From an optimization exercise on the open Yosys and OpenROAD flow, aimed at small area, a short achievable clock period and few clock cycles per item; shortcuts taken in it are not production practice. The RTL was checked by simulation tests, not by an equivalence proof against the original design.

## design.v

```verilog
module mxdot_acc (
    input  wire        clk,
    input  wire        rst,           
    input  wire        in_valid,
    output wire        in_ready,
    input  wire        in_drain,      
    input  wire [7:0]  in_a,
    input  wire [7:0]  in_a_scale,
    input  wire [2:0]  in_a_fmt,
    input  wire [7:0]  in_b,
    input  wire [7:0]  in_b_scale,
    input  wire [2:0]  in_b_fmt,
    input  wire [9:0]  in_anchor,     
    input  wire [1:0]  in_dfmt,       
    input  wire        in_rmode,      
    output wire        out_valid,
    input  wire        out_ready,
    output wire [31:0] out_result,
    output wire [15:0] out_sat,
    output wire [15:0] out_flush,
    output wire        out_nan
);
    function [19:0] decode(input [7:0] code, input [2:0] f, input [7:0] scale);
        reg        nan;
        reg        sgn;
        reg [4:0]  e;
        reg [2:0]  fr;
        reg [2:0]  m;
        reg [4:0]  bias;
        reg [7:0]  n;
        reg [9:0]  ex;
        reg [7:0]  c;
        begin
            nan = 1'b0;
            sgn = 1'b0;
            n   = 8'd0;
            ex  = 10'd0;
            e   = 5'd0;
            fr  = 3'd0;
            m   = 3'd0;
            bias = 5'd0;
            case (f)
                3'd0: begin sgn = code[3]; e = {3'd0, code[2:1]}; fr = {2'd0, code[0]}; m = 3'd1; bias = 5'd1; end
                3'd1: begin sgn = code[5]; e = {3'd0, code[4:3]}; fr = code[2:0];        m = 3'd3; bias = 5'd1; end
                3'd2: begin sgn = code[5]; e = {2'd0, code[4:2]}; fr = {1'b0, code[1:0]}; m = 3'd2; bias = 5'd3; end
                3'd3: begin sgn = code[7]; e = {1'd0, code[6:3]}; fr = code[2:0];        m = 3'd3; bias = 5'd7;
                            nan = (code[6:0] == 7'h7F); end
                3'd4: begin sgn = code[7]; e = code[6:2];         fr = {1'b0, code[1:0]}; m = 3'd2; bias = 5'd15;
                            nan = (code[6:2] == 5'h1F); end
                default: ;
            endcase
            if (f == 3'd5) begin
                sgn = code[7];
                c   = code[7] ? (8'd0 - code) : code;
                n   = c;                         
                ex  = 10'd0 - 10'd6 + {2'd0, scale} - 10'd127;
            end else begin
                if (e == 5'd0)
                    n = {5'd0, fr};
                else
                    n = (8'd1 << m) | {5'd0, fr};
                ex = ((e == 5'd0) ? 10'd1 : {5'd0, e}) - {5'd0, bias} - {7'd0, m}
                     + {2'd0, scale} - 10'd127;
            end
            if (scale == 8'hFF)
                nan = 1'b1;
            if (n == 8'd0)
                ex = 10'd0;
            decode = {nan, sgn, ex, n};
        end
    endfunction
    function [3:0] bitlen8(input [7:0] n);
        integer k;
        begin
            bitlen8 = 4'd0;
            for (k = 0; k < 8; k = k + 1)
                if (n[k]) bitlen8 = k + 1;
        end
    endfunction
    reg  [159:0] sum;
    reg  [9:0]   anchor;
    reg          aset;
    reg          pinf, ninf, nanp;
    reg  [15:0]  sat_cnt, flush_cnt;
    reg          o_valid;
    reg  [31:0]  o_result;
    reg  [15:0]  o_sat, o_flush;
    reg          o_nan;
    assign in_ready = !o_valid || out_ready;
    wire fire = in_valid && in_ready;
    wire [19:0] da = decode(in_a, in_a_fmt, in_a_scale);
    wire [19:0] db = decode(in_b, in_b_fmt, in_b_scale);
    wire        a_nan = da[19], b_nan = db[19];
    wire        psign = da[18] ^ db[18];
    wire signed [9:0] ea = da[17:8];
    wire signed [9:0] eb = db[17:8];
    wire [7:0]  na = da[7:0], nb = db[7:0];
    wire signed [9:0] a_use = aset ? $signed(anchor) : $signed(in_anchor);
    wire signed [11:0] t_sum = ea + eb + $signed({1'b0, bitlen8(na)}) + $signed({1'b0, bitlen8(nb)});
    wire        p_zero  = (na == 8'd0) || (nb == 8'd0);
    wire        p_above = (t_sum > a_use + 12'sd1);
    wire [15:0] prod    = na * nb;
    wire signed [11:0] sh = ea + eb - a_use + 12'sd138;
    reg  [159:0] term;
    reg          dropped;
    always @(*) begin
        term    = 160'd0;
        dropped = 1'b0;
        if (sh >= 0) begin
            term = {144'd0, prod} << sh;
        end else if (sh > -12'sd16) begin
            term    = {144'd0, prod} >> (-sh);
            dropped = ((prod & ((16'd1 << (-sh)) - 16'd1)) != 16'd0);
        end else begin
            term    = 160'd0;
            dropped = 1'b1;
        end
    end
    wire [159:0] sum_add = psign ? (sum - term) : (sum + term);
    wire         s_neg = sum[159];
    wire [159:0] s_mag = s_neg ? (160'd0 - sum) : sum;
    reg  [7:0]   lead;            
    integer k;
    always @(*) begin
        lead = 8'd0;
        for (k = 0; k < 160; k = k + 1)
            if (s_mag[k]) lead = k;
    end
    reg [31:0] d_result;
    reg        d_sat, d_flush;
    reg [4:0]  fm;            
    reg [7:0]  fb;            
    reg [9:0]  emaxd;
    reg [159:0] norm;         
    reg [24:0] q;             
    reg        guard, sticky, up;
    reg signed [11:0] top;    
    reg [25:0] qr;
    reg signed [11:0] ex;
    reg [31:0] enc;
    always @(*) begin
        d_sat   = 1'b0;
        d_flush = 1'b0;
        case (in_dfmt)
            2'd1:    begin fm = 5'd7;  fb = 8'd127; emaxd = 10'd127; end
            2'd2:    begin fm = 5'd10; fb = 8'd15;  emaxd = 10'd15;  end
            default: begin fm = 5'd23; fb = 8'd127; emaxd = 10'd127; end
        endcase
        norm   = s_mag << (8'd159 - lead);
        q      = {1'b0, norm[159:136]} >> (5'd23 - fm);
        guard  = norm[158 - fm];
        sticky = 1'b0;
        for (k = 0; k < 159; k = k + 1)
            if (k < 158 - fm && norm[k]) sticky = 1'b1;
        up     = !in_rmode && guard && (sticky || q[0]);
        qr     = {1'b0, q} + {25'd0, up};
        top    = $signed({4'd0, lead}) + $signed(anchor) - 12'sd138;
        ex     = top;
        if (qr[fm + 1]) begin
            qr = qr >> 1;
            ex = ex + 12'sd1;
        end
        enc = 32'd0;
        if (ex > $signed({2'd0, emaxd})) begin
            d_sat = 1'b1;
            enc   = (in_dfmt == 2'd2) ? 32'h7C00 : (in_dfmt == 2'd1) ? 32'h7F80 : 32'h7F80_0000;
        end else if (ex < 12'sd1 - $signed({4'd0, fb})) begin
            d_flush = 1'b1;
            enc     = 32'd0;
        end else begin
            case (in_dfmt)
                2'd1:    enc = {16'd0, 1'b0, ex[7:0] + fb, qr[6:0]};
                2'd2:    enc = {16'd0, 1'b0, ex[4:0] + fb[4:0], qr[9:0]};
                default: enc = {1'b0, ex[7:0] + fb, qr[22:0]};
            endcase
        end
        case (in_dfmt)
            2'd1, 2'd2: enc[15] = s_neg;
            default:    enc[31] = s_neg;
        endcase
        if (nanp || (pinf && ninf))
            d_result = (in_dfmt == 2'd2) ? 32'h7E00 : (in_dfmt == 2'd1) ? 32'h7FC0 : 32'h7FC0_0000;
        else if (pinf)
            d_result = (in_dfmt == 2'd2) ? 32'h7C00 : (in_dfmt == 2'd1) ? 32'h7F80 : 32'h7F80_0000;
        else if (ninf)
            d_result = (in_dfmt == 2'd2) ? 32'hFC00 : (in_dfmt == 2'd1) ? 32'hFF80 : 32'hFF80_0000;
        else if (sum == 160'd0)
            d_result = 32'd0;
        else
            d_result = enc;
    end
    wire d_special = nanp || pinf || ninf;
    wire d_cnt_sat   = !d_special && (sum != 160'd0) && d_sat;
    wire d_cnt_flush = !d_special && (sum != 160'd0) && d_flush;
    function [15:0] sat_inc(input [15:0] c, input inc);
        sat_inc = (inc && c != 16'hFFFF) ? c + 16'd1 : c;
    endfunction
    always @(posedge clk) begin
        if (rst) begin
            sum       <= 160'd0;
            anchor    <= 10'd0;
            aset      <= 1'b0;
            pinf      <= 1'b0;
            ninf      <= 1'b0;
            nanp      <= 1'b0;
            sat_cnt   <= 16'd0;
            flush_cnt <= 16'd0;
            o_valid   <= 1'b0;
            o_result  <= 32'd0;
            o_sat     <= 16'd0;
            o_flush   <= 16'd0;
            o_nan     <= 1'b0;
        end else begin
            if (o_valid && out_ready)
                o_valid <= 1'b0;
            if (fire) begin
                if (in_drain) begin
                    o_valid   <= 1'b1;
                    o_result  <= d_result;
                    o_sat     <= sat_inc(sat_cnt, d_cnt_sat);
                    o_flush   <= sat_inc(flush_cnt, d_cnt_flush);
                    o_nan     <= pinf && ninf;
                    sum       <= 160'd0;
                    aset      <= 1'b0;
                    pinf      <= 1'b0;
                    ninf      <= 1'b0;
                    nanp      <= 1'b0;
                    sat_cnt   <= 16'd0;
                    flush_cnt <= 16'd0;
                end else begin
                    if (!aset) begin
                        anchor <= in_anchor;
                        aset   <= 1'b1;
                    end
                    if (a_nan || b_nan) begin
                        nanp <= 1'b1;
                    end else if (!p_zero) begin
                        if (p_above) begin
                            if (psign) ninf <= 1'b1;
                            else       pinf <= 1'b1;
                            sat_cnt <= sat_inc(sat_cnt, 1'b1);
                        end else begin
                            sum       <= sum_add;
                            flush_cnt <= sat_inc(flush_cnt, dropped);
                        end
                    end
                end
            end
        end
    end
    assign out_valid  = o_valid;
    assign out_result = o_result;
    assign out_sat    = o_sat;
    assign out_flush  = o_flush;
    assign out_nan    = o_nan;
endmodule
```

## run.sh

```bash
#!/bin/bash
# synth_recipe.tcl (not shown) runs the flow's synth.tcl, then flattens the netlist and writes it again
# the make line also repeats each setting of config.mk as NAME=value (left out here)
make -C /OpenROAD-flow-scripts/flow DESIGN_CONFIG=/design/flow/config.mk WORK_HOME=/design/flow/orfs CLKGATE_MAP_FILE= SYNTH_SCRIPT=/design/flow/synth_recipe.tcl finish
```

## config.mk

```make
export PLATFORM = sky130hd
export DESIGN_NAME = mxdot_acc
export DESIGN_NICKNAME = mxdot_acc
export VERILOG_FILES = /design/flow/design.v
export SDC_FILE = /design/flow/constraint.sdc
export NUM_CORES = 4
export LEC_CHECK = 0
export CAP_MARGIN = 20
export CORE_MARGIN = 2
export CORE_UTILIZATION = 30
export SLEW_MARGIN = 20
```

## constraint.sdc

```tcl
create_clock -name core_clock -period 22.0 [get_ports {clk}]
set_input_delay 4.4000 -clock core_clock [delete_from_list [all_inputs] [get_ports {clk}]]
set_output_delay 4.4000 -clock core_clock [all_outputs]
set_load 0.01 [all_outputs]
```

==> impl_metrics.py <==
metrics = {
    "synth": {
        "synth-compound-area-share_pct": 33.5,
        "ys_seq_elements": 272,
        "synthSimpleGateAreaFrac_pct": 28.4,
        "seq_area_frac_synth_pct": 9.05,
        "synth_top_family_by_area": "compound AO/OA/AOI/OAI gates",
        "synthMuxAreaShare_pct": 4.54,
        "synth_nets": 9368,
        "synth_area_mm2": 0.0602,
        "yosys_warnings": 1,
        "synth_xor_area_share_pct": 8.99,
        "synth_cells": 8924,
        "synth_edf_count": 0,
        "yosys_most_used_dff": "dfxtp_1",
        "synthArstFlopShare_pct": 0,
        "synth_area_per_cell_um2": 6.74,
        "synth_fa_ha_area_share_pct": 8.75,
        "ys_types": 126,
    },
    "clock_tree": {
        "cts_root_buf": "clkbuf_16",
        "cts.sinks": 272,
        "numCtsBuffers": 37,
        "cts.clk_slew.worst_paths_ps": 70,
        "cts_buffer_depth": 3,
        "cts_tree": "done",
        "htree_levels": 2,
        "clk_latency_ps": 640,
    },
    "place": {
        "place_congestion": 1.07,
        "detailedPlace.worstSlack_ps": -240,
        "dp.final_hpwl_mm": 237,
        "placed_area_mm2": 0.0648,
        "numPortBuffers": 122,
    },
    "drt": {
        "vias": 72760,
        "routed_wl_mm": 300,
        "top_layer_used": "met5",
        "dr.pass1.iters": 7,
        "wl_met3_mm": 26.9,
        "drc": 0,
        "drtIter0Drc": 9354,
        "met2_length_mm": 130,
        "wl_met1_mm": 125,
        "wl_per_cell_um": 26.1,
        "antenna_left": 0,
        "vias_per_cell": 6.33,
    },
    "timing": {
        "rsz0062_at_grt": "no",
        "max_freq_mhz": 47.7,
        "fin_crit_sh_pct": 95.3,
        "hold_violations": 0,
        "slew_headroom_pct": 16.4,
        "setup_viol_count_final": 0,
        "min_period_ps": 20980,
        "drv_slew": 0,
        "hold_slack_ps": 448,
        "tightestPinTransition_ps": 1250,
        "fin_skew_ps": 57.5,
        "fin_ws_ps": 1020,
    },
    "setup_path": {
        "critPathKind": "input port to flip-flop",
        "cp-end-kind": "flip-flop",
        "crit_path_start_kind": "input port",
        "critPathArrivalTime_ps": 21510,
        "r2r_start": "sum[0]",
        "crit_path_max_fanout": 9,
        "max_stage_delay_ps": 660,
        "worstPathRequired_ps": 22540,
        "crit_start": "in_a_fmt[2]",
        "crit_path_top_delay_cell": "or4b_2",
        "cp_common_cell": "inv_1",
    },
    "die": {
        "core.rowCount": 164,
        "die_x_um": 452,
        "dieArea_mm2": 0.204,
        "die_height_um": 452,
        "ioPinCount": 123,
        "start_util_pct": 30.1,
        "core_area_mm2": 0.200,
    },
    "cells_and_area": {
        "areaGrowthSynthToFinish_pct": 10.0,
        "finalCoreUtilization_pct": 33.2,
        "nFillCells": 21677,
        "final_cell_area_mm2": 0.0662,
        "nets": 9255,
        "drive_gt1_share_pct": 8.57,
    },
    "min_path": {
        "hold_class": "flip-flop to flip-flop",
        "hp-start": "o_sat[4]",
    },
    "global_routing": {
        "grt_util_all_layers_pct": 27.9,
        "grt_pass1_wl_mm": 443,
        "overflow": 0,
        "grt_start_max_net_pins": 152,
        "antenna_found_initial": 2,
        "first_global_vias": 67116,
    },
    "flow_run": {
        "drv_cap": 0,
    },
    "outcome": {
        "status": "no timing/DRC/antenna violations",
    },
}
-- through the flow --
step | std cells | setup TNS, ps
floorplan | 8924 | 0
global route | 11494 | 0
CTS | 11493 | 0
global placement | 11427 | 0
detailed placement | 11427 | -626
finish | 11495 | 0
-- state kept, by name, indices dropped and copies added (netlist names) --
name,count
nanp,1
flush_cnt,16
o_result,32
anchor,10
o_flush,16
o_sat,16
sum,160
ninf,1
pinf,1
sat_cnt,16
o_valid,1
aset,1
o_nan,1
-- final cells by class --
type	count	area [um2]	share of cell area, %
antenna	1	2.50	0.00378
multi-input combinational	7698	50900	76.9
timing repair buffer	503	4100	6.19
sequential	272	5450	8.23
inverter	299	1130	1.71
clock buffer	53	1070	1.61
tap	2656	3320	5.02
clock inverter	13	206	0.312
-- placed cells by master (no fill, tap or decap), drive strengths merged, types with 89 or more instances in the layout --
cell,count
dfxtp,272
nor3,252
clkdlybuf4s50,120
buf,381
a31oi,102
a211oi,113
nor2,928
xor2,240
o21ai,689
inv,297
a21o,181
o211ai,175
xnor2,377
o31ai,90
nand2,779
nor4,116
and3,89
nand3,618
mux2i,166
a22oi,159
ha,333
nand4,129
a21oi,610
-- synthesized netlist by cell type (54+ instances only) --
library cell,instances,area (um2)
a211oi_1,109,818
nor2b_1,62,388
nor3_1,247,1240
mux2_2,63,709
mux2i_1,166,1660
a22oi_1,159,1190
nand3_1,609,3050
o22ai_1,82,513
ha_1,333,4170
o21bai_1,64,480
a31oi_1,102,638
and3_1,88,551
clkbuf_1,456,1710
dfxtp_1,272,5450
xor2_1,239,2090
o41ai_1,55,482
inv_1,288,1080
or3_1,83,519
nand2b_1,87,544
nand2_1,776,2910
nor4_1,97,607
xnor2_1,377,3300
and2_1,69,432
buf_1,54,203
o21ai_0,629,3150
nor2_1,922,3460
buf_2,82,410
o21ai_1,60,300
a21oi_1,606,3030
nand4_1,124,776
o211ai_1,174,1310
fa_1,55,1100
o21a_1,69,518
a21o_1,181,1360
o31ai_1,84,631
-- worst paths after layout --
kind / to / slack [ps] / cells past startpoint
min reg2reg: o_sat[4] / 450 / 2
max reg2reg: o_sat[6] / 6360 / 41
min: o_sat[4] / 450 / 2
max: sum[158] / 1020 / 84
-- logic make-up after synthesis --
group,count (synthesis)
buf+inv,954
fa+ha+maj,388
compound gates,2984
xor+xnor,617
mux,248
simple gates,3461
flops,272
-- metal layers --
metal	vias up	GRT usage (%)
met5	-	0
met4	2	14.0
met3	735	4.08
met2	4091	43.5
met1	34709	37.2
li1	33223	-
-- timing repair --
| action | in CTS | in global routing |
|---|---|---|
| gates resized for setup | 0 | 20 |
| buffers inserted | 0 | 0 |
| hold buffers | 0 | 0 |
| endpoints found under the setup margin | 0 | 24 |
-- worst max-delay path: cells and delay by family --
kind	cells	cell delay [ps]
simple gates	17	3970
fa+ha+maj	10	2780
xor+xnor	4	620
compound gates	37	7220
buf+inv	16	2530
Testbench counts, summed over its fixed seeds: cycles 12,680, items 12,288.

[port drivers added, routing unchanged]
The results above use ideal ports. As a check the final layout listed here was re-extracted and re-timed, cells and wires unchanged. Step 1 (the two cells are an assumption about what drives the block):
set clk [get_ports {clk}]
set_driving_cell -lib_cell sky130_fd_sc_hd__clkbuf_16 $clk
set_driving_cell -lib_cell sky130_fd_sc_hd__buf_2 [delete_from_list [all_inputs] $clk]
Step 2 moves the port delays by t, midway between the first and last clock arrival at a register: inputs arrive t later, outputs are due t later. That takes back most of the time a late clock gives input paths. Three values: no drivers, after step 1, after step 2; two values: the first two.
shift t [ns]: 0.692
slack for setup (ns): 1.025 / 1.081 / 0.389
hold WS [ns]: 0.448 / 0.448 / 0.448
After both steps this run still meets setup and hold. For this run, drivers alone change the setup slack by +0.056 ns; drivers and shift together by -0.636 ns.
